Background: an optimization exercise with open tools, aiming at small area and few clock cycles. Do not read the settings as production practice. At most, simulation tests tie the RTL to the original design; equivalence was not proved.

==> run G <==
## eland_tx
module eland_tx (
    input  wire        clk,
    input  wire        rst,           
    input  wire        start,
    input  wire [10:0] length,        
    input  wire [1:0]  spread,        
    input  wire [6:0]  npre,          
    output wire        start_ready,
    input  wire [7:0]  in_data,
    input  wire        in_valid,
    output wire        in_ready,
    output wire        chip,
    output wire        chip_valid,
    output wire        chip_last,
    input  wire        chip_ready
);
    localparam [31:0] PRE_PAT  = 32'hB856E2D3;
    localparam [63:0] SYNC_PAT = 64'h35CA4FB1D670B94E;
    reg  [767:0] ring;                  
    wire [31:0]  r0 = ring[31:0];        
    wire [31:0]  r1 = ring[63:32];       
    reg  [4:0]   ph;                     
    reg  [3:0]   sv;                     
    wire [23:0]  dec = 24'd1 << ph;
    reg         ld;                      
    reg  [1:0]  lq;                      
    reg  [4:0]  ls;                      
    reg  [10:0] rem;                     
    reg  [31:0] crc;
    reg  [6:0]  koct_r;                  
    reg         last_r;                  
    wire        host    = (rem > 11'd4);
    wire        nz      = (rem != 11'd0);
    wire [1:0]  fidx    = 2'd0 - rem[1:0];
    wire [31:0] fcs     = ~crc;
    wire [7:0]  fbyte   = fcs >> {fidx, 3'b000};
    wire [7:0]  ov      = host ? in_data : (nz ? fbyte : 8'd0);
    wire        slot_hit = ld && (ph == ls);
  ...
export LEC_CHECK = 0
export CAP_MARGIN = 20
export CORE_MARGIN = 2
export CORE_UTILIZATION = 60
export PLACE_DENSITY = 0.7
export SLEW_MARGIN = 20
create_clock -name core_clock -period 12.0 [get_ports {clk}]
standard.sh (not shown) runs the stock make flow with config.mk's settings and CLKGATE_MAP_FILE= SYNTH_SCRIPT=/design/flow/synth_recipe.tcl, a recipe that flattens the netlist after the stock synthesis.
==> flow/flow/run.sh <==
#!/bin/bash
# Standard layout, with clock tree synthesis told not to add dummy loads.
set -euo pipefail
export CTS_ARGS="-sink_clustering_enable -repair_clock_nets -dont_use_dummy_load -buf_list sky130_fd_sc_hd__clkbuf_8 -sink_clustering_size 30"
bash standard.sh > standard.log 2>&1
==> inputs of run K, as changes to run G <==
--- a/flow/design.v
+++ b/flow/design.v
@@ -14,25 +14,31 @@
     output wire        chip_last,
     input  wire        chip_ready
 );
     localparam [31:0] PRE_PAT  = 32'hB856E2D3;
     localparam [63:0] SYNC_PAT = 64'h35CA4FB1D670B94E;
+    localparam E_IDLE = 3'd0, E_PRE = 3'd1, E_SYNC = 3'd2, E_PHR = 3'd3, E_PAY = 3'd4;
+    reg  [2:0]   est;                    
+    wire         cwnext;                 
+    wire         xfer;                   
     reg  [767:0] ring;                  
     wire [31:0]  r0 = ring[31:0];        
     wire [31:0]  r1 = ring[63:32];       
     reg  [4:0]   ph;                     
     reg  [3:0]   sv;                     
-    wire [23:0]  dec = 24'd1 << ph;
+    wire [23:0]  dec;                    
     reg         ld;                      
     reg  [1:0]  lq;                      
     reg  [4:0]  ls;                      
-    reg  [10:0] rem;                     
+    reg  [10:0] rlen;                    
+    reg         ahead;                   
     reg  [31:0] crc;
-    reg  [6:0]  koct_r;                  
-    reg         last_r;                  
-    wire        host    = (rem > 11'd4);
-    wire        nz      = (rem != 11'd0);
+    wire [6:0]  lo      = {lq, 4'd0} + {1'b0, lq, 3'd0} + {2'd0, ls};
+    wire [7:0]  loff    = {1'b0, lo} + (ahead ? 8'd96 : 8'd0);
+    wire [11:0] rem     = {1'b0, rlen} - {4'd0, loff};
+    wire        host    = !rem[11] && (rem[10:0] > 11'd4);
+    wire        nz      = !rem[11] && (rem[10:0] != 11'd0);
     wire [1:0]  fidx    = 2'd0 - rem[1:0];
     wire [31:0] fcs     = ~crc;
     wire [7:0]  fbyte   = fcs >> {fidx, 3'b000};
     wire [7:0]  ov      = host ? in_data : (nz ? fbyte : 8'd0);
     wire        slot_hit = ld && (ph == ls);
@@ -49,18 +55,19 @@
                 x = x[0] ? ((x >> 1) ^ 32'hEDB88320) : (x >> 1);
             crc32_byte = x;
         end
     endfunction
     reg         rdy;                     
-    reg  [4:0]  ccol;                    
+    wire [4:0]  ccol;                    
     reg         comp;                    
     reg  [1:0]  cblk;                    
     reg         capf;                    
     reg  [23:0] info;                    
     reg  [11:0] acca, accb;              
     reg         accqa, accqb;            
     reg  [23:0] pbuf;                    
+    assign      dec = comp ? (24'd1 << ph) : 24'd0;
     wire [11:0] sla, slb;
     wire        sqa, sqb;
     assign sla[0] =
         (dec[0] & r0[13]) |
         (dec[2] & r0[1]) |
@@ -257,11 +264,11 @@
         (dec[21] & r0[9]) |
         (dec[22] & (r0[9] ^ r0[23])) |
         (dec[23] & (r0[2] ^ r0[16] ^ r0[27]));
     wire ldone  = inj && (lq == 2'd3) && (ls == 5'd23);
     wire cstart = (rdy || ldone) && !comp && (!capf || xfer) && (ph[2:0] == 3'd7);
-    wire lstart = !ld && nz && (ph == 5'd23) &&
+    wire lstart = !ld && (est != E_IDLE) && (rlen > 11'd96) && !ahead && (ph == 5'd23) &&
                   (!rdy || (ccol == 5'd31 && (comp || cstart)));
     reg [31:0] w;
     integer q;
     always @* begin
         for (q = 0; q < 4; q = q + 1) begin
@@ -301,22 +308,18 @@
         for (j = 0; j < 12; j = j + 1) begin
             pnew[2*j]   = pa[j];
             pnew[2*j+1] = pb[j];
         end
     end
-    localparam E_IDLE = 3'd0, E_PRE = 3'd1, E_SYNC = 3'd2, E_PHR = 3'd3, E_PAY = 3'd4;
-    reg [2:0]  est;
     reg [9:0]  cnt;
     reg [6:0]  rep;
     reg [8:0]  pn;
     wire [2:0] srep = cnt[2:0];          
     wire [4:0] erow = cnt[7:3];          
     wire       epar = cnt[8];            
     wire [4:0] ecol = rep[4:0];          
-    reg [6:0]  ek;
-    reg        elast;
-    reg [10:0] len_r;
+    wire       elast = (rlen <= 11'd96);   
     reg [1:0]  sp_r;
     assign start_ready = (est == E_IDLE);
     wire   accept      = start && start_ready;
     reg [12:0] cmask;
     always @* begin
@@ -329,25 +332,25 @@
         3'd5: cmask = 13'h18aa;
         3'd6: cmask = 13'h1054;
         default: cmask = 13'h00a8;
         endcase
     end
-    wire [12:0] phr_in  = {sp_r, len_r};
+    wire [12:0] phr_in  = {sp_r, rlen};    
     wire        crc8bit = ^(phr_in & cmask);
     reg         phr_bit;
     always @* begin
         case (cnt[9:8])
-        2'd0:    phr_bit = len_r[cnt[7:5]];
+        2'd0:    phr_bit = rlen[cnt[7:5]];
         2'd1:    phr_bit = (cnt[7:5] < 3'd5) ? phr_in[{1'b1, cnt[7:5]}] : 1'b0;
         default: phr_bit = crc8bit;
         endcase
     end
     wire [2:0]  smax    = (3'd1 << sp_r) - 3'd1;
     wire        lastrep = (srep == smax);
     wire [6:0]  rpos    = {erow, 2'b00} + {5'd0, ecol[4:3]};
-    wire        row_ok  = rpos < ek;
-    wire        nrow_ok = (rpos + 7'd4) < ek;
+    wire        row_ok  = {4'd0, rpos} < rlen;
+    wire        nrow_ok = {4'd0, rpos} + 11'd4 < rlen;
     wire        pay_ok  = epar || (capf && row_ok);
     reg chip_r;
     always @* begin
         case (est)
         E_PRE:   chip_r = PRE_PAT[cnt[4:0]];
@@ -361,12 +364,15 @@
     assign chip_valid = (est == E_PRE) || (est == E_SYNC) || (est == E_PHR) ||
                         ((est == E_PAY) && pay_ok);
     assign chip_last  = (est == E_PAY) && epar && (erow == 5'd23) && (ecol == 5'd31) &&
                         elast && lastrep;
     wire   fire       = chip_valid && chip_ready;
-    wire   xfer       = (est == E_PAY) && !epar && capf &&
+    assign xfer       = (est == E_PAY) && !epar && capf &&
                         (!row_ok || (fire && lastrep && (erow == 5'd23 || !nrow_ok)));
+    assign ccol       = (est == E_PAY) ? ecol + {4'd0, epar | xfer} : 5'd0;
+    assign cwnext     = (est == E_PAY) && fire && lastrep && epar && (erow == 5'd23) &&
+                        (ecol == 5'd31) && !elast;
     integer m;
     always @(posedge clk) begin
         if (rst) begin
             ld   <= 1'b0;
             rdy  <= 1'b0;
@@ -374,37 +380,37 @@
             capf <= 1'b0;
             ph   <= 5'd0;
         end else begin
             ph <= (ph == 5'd23) ? 5'd0 : ph + 5'd1;
             if (accept) begin
-                rem    <= length;
+                rlen   <= length;
+                ahead  <= 1'b0;
                 crc    <= 32'hFFFFFFFF;
                 ld     <= 1'b1;
                 lq     <= 2'd0;
                 ls     <= 5'd0;
                 ph     <= 5'd0;
-                koct_r <= (length > 11'd96) ? 7'd96 : length[6:0];
-                last_r <= (length <= 11'd96);
             end
             if (lstart) begin
                 ld     <= 1'b1;
+                ahead  <= 1'b1;
                 lq     <= 2'd0;
                 ls     <= 5'd0;
-                koct_r <= (rem > 11'd96) ? 7'd96 : rem[6:0];
-                last_r <= (rem <= 11'd96);
+            end
+            if (cwnext) begin
+                rlen   <= rlen - 11'd96;
+                ahead  <= 1'b0;
             end
             if (inj) begin
-                rem <= rem - {10'd0, nz};
                 if (host)
                     crc <= crc32_byte(crc, in_data);
                 if (ls == 5'd23) begin
                     ls <= 5'd0;
                     lq <= lq + 2'd1;
                     if (lq == 2'd3) begin
                         ld   <= 1'b0;
                         rdy  <= 1'b1;
-                        ccol <= 5'd0;
                     end
                 end else begin
                     ls <= ls + 5'd1;
                 end
             end
@@ -415,26 +421,25 @@
             if (comp && ph[2:0] == 3'd7) begin
                 cblk <= cblk + 2'd1;
                 if (cblk == 2'd2) begin
                     comp <= 1'b0;
                     capf <= 1'b1;
-                    ccol <= ccol + 5'd1;
                     if (ccol == 5'd31)
                         rdy <= 1'b0;
                 end
             end
             if (xfer)
                 capf <= 1'b0;
         end
     end
     wire cfirst = (cblk == 2'd0) && (ph[2:0] == 3'd0);
     always @(posedge clk) begin
+        acca  <= ((comp && cfirst) ? 12'd0 : acca) ^ sla;
+        accb  <= ((comp && cfirst) ? 12'd0 : accb) ^ slb;
+        accqa <= ((comp && cfirst) ? 1'b0 : accqa) ^ sqa;
+        accqb <= ((comp && cfirst) ? 1'b0 : accqb) ^ sqb;
         if (comp) begin
-            acca  <= (cfirst ? 12'd0 : acca) ^ sla;
-            accb  <= (cfirst ? 12'd0 : accb) ^ slb;
-            accqa <= (cfirst ? 1'b0 : accqa) ^ sqa;
-            accqb <= (cfirst ? 1'b0 : accqb) ^ sqb;
             if (ph[1:0] == 2'd0)
                 for (m = 0; m < 6; m = m + 1)
                     if (ph[4:2] == m)
                         for (q = 0; q < 4; q = q + 1)
                             info[6*q + m] <= r0[8*q];
@@ -447,11 +452,10 @@
             est <= E_IDLE;
         end else begin
             case (est)
             E_IDLE: begin
                 if (accept) begin
-                    len_r <= length;
                     sp_r  <= spread;
                     rep   <= npre;
                     cnt   <= 10'd0;
                     est   <= E_PRE;
                 end
@@ -480,12 +484,10 @@
                 if (cnt == 10'd767) begin
                     est   <= E_PAY;
                     pn    <= 9'h1FF;
                     cnt   <= 10'd0;
                     rep   <= 7'd0;
-                    ek    <= koct_r;
-                    elast <= last_r;
                 end
             end
             E_PAY: begin
                 if (xfer)
                     cnt[8:3] <= 6'b100000;
@@ -495,16 +497,12 @@
                         cnt[2:0] <= 3'd0;
                         if (!xfer) begin
                             if (epar && erow == 5'd23) begin
                                 cnt[8:3] <= 6'd0;
                                 rep[4:0] <= ecol + 5'd1;
-                                if (ecol == 5'd31) begin
-                                    ek    <= koct_r;
-                                    elast <= last_r;
-                                    if (elast)
-                                        est <= E_IDLE;
-                                end
+                                if (ecol == 5'd31 && elast)
+                                    est <= E_IDLE;
                             end else begin
                                 cnt[7:3] <= erow + 5'd1;
                             end
                         end
                     end else begin
==> flow/flow/run.sh (replaced) <==
#!/bin/bash
# Standard layout; clock tree synthesis without dummy loads and with larger
# sink clusters; ports buffered with the smallest buffer.
set -euo pipefail
export CTS_ARGS="-sink_clustering_enable -repair_clock_nets -dont_use_dummy_load -buf_list sky130_fd_sc_hd__clkbuf_8 -sink_clustering_size 15 -sink_clustering_max_diameter 100"
export BUFFER_PORTS_ARGS="-inputs -outputs -buffer_cell sky130_fd_sc_hd__buf_1"
bash standard.sh > standard.log 2>&1
==> summary.txt <==
| item | run G | run K |
|---|---|---|
| Outcome | finished clean | finished clean |
| Number of ordinary inverters in the final layout | 49 | 62 |
| Proportion of netlist area held by the largest area contributor | 52.4% | 55.8% |
| Worst reg2reg setup slack | 7610 ps | 6450 ps |
| Setup ws final | 5250 ps | 4960 ps |
| Clock input transition at the sequential cells of the worst setup and hold paths | 60 ps | 100 ps |
| Vias in the first global route | 16,100 | 15,500 |
| Met1 wire length | 25,500 um | 25,400 um |
| Clock buffer and inverter area fraction after layout | 5.98% | 3.23% |
| First-pass detailed-route iteration total | 7 | 6 |
| Count of nets after finishing | 2,406 | 2,325 |
| Die Area | 0.0515 mm^2 | 0.0500 mm^2 |
| Critical Path Start | cnt[5] | rlen[2] |
| Largest net degree at the start of global routing | 77 | 65 |
| Metal3 WL | 3380 um | 2770 um |
| Maximum single-stage delay on the critical path | 750 ps | 560 ps |
| Critical path arrival | 4350 ps | 4640 ps |
| Worst hold slack | 295 ps | 303 ps |
| Instance count after placement with tap cells included | 2,853 | 2,773 |
| Multi-input combinational cell count | 1,121 | 1,101 |
Testbench counts of run K, summed over its fixed seeds: cycles 1,790,809.
The RTL of run G was laid out without a check of its function.

port drivers added, routing unchanged:
Ports are ideal in the flow. The routed layouts listed here were re-timed in OpenROAD. Step 1 sets driving cells, clkbuf_16 on the clock port and buf_2 on the other inputs (assumed; they add their load-dependent delay and slew). Step 2 also shifts input and output timing later by t, the mid clock arrival at the registers, as if the neighbouring blocks saw the same clock. a / b / c = ideal ports / drivers / drivers and shift; a / b = the first two.
| run | shift t [ns] | slack for setup (ns) | worst hold slack (ns) | worst setup path after step 2 |
|---|---|---|---|---|
| run G | 0.773 | 5.250 / 5.196 / 5.969 | 0.295 / 0.295 / 0.295 | register to output |
| run K | 0.688 | 4.956 / 4.903 / 5.591 | 0.303 / 0.303 / 0.303 | register to output |
After both steps setup and hold are still met in every run listed.
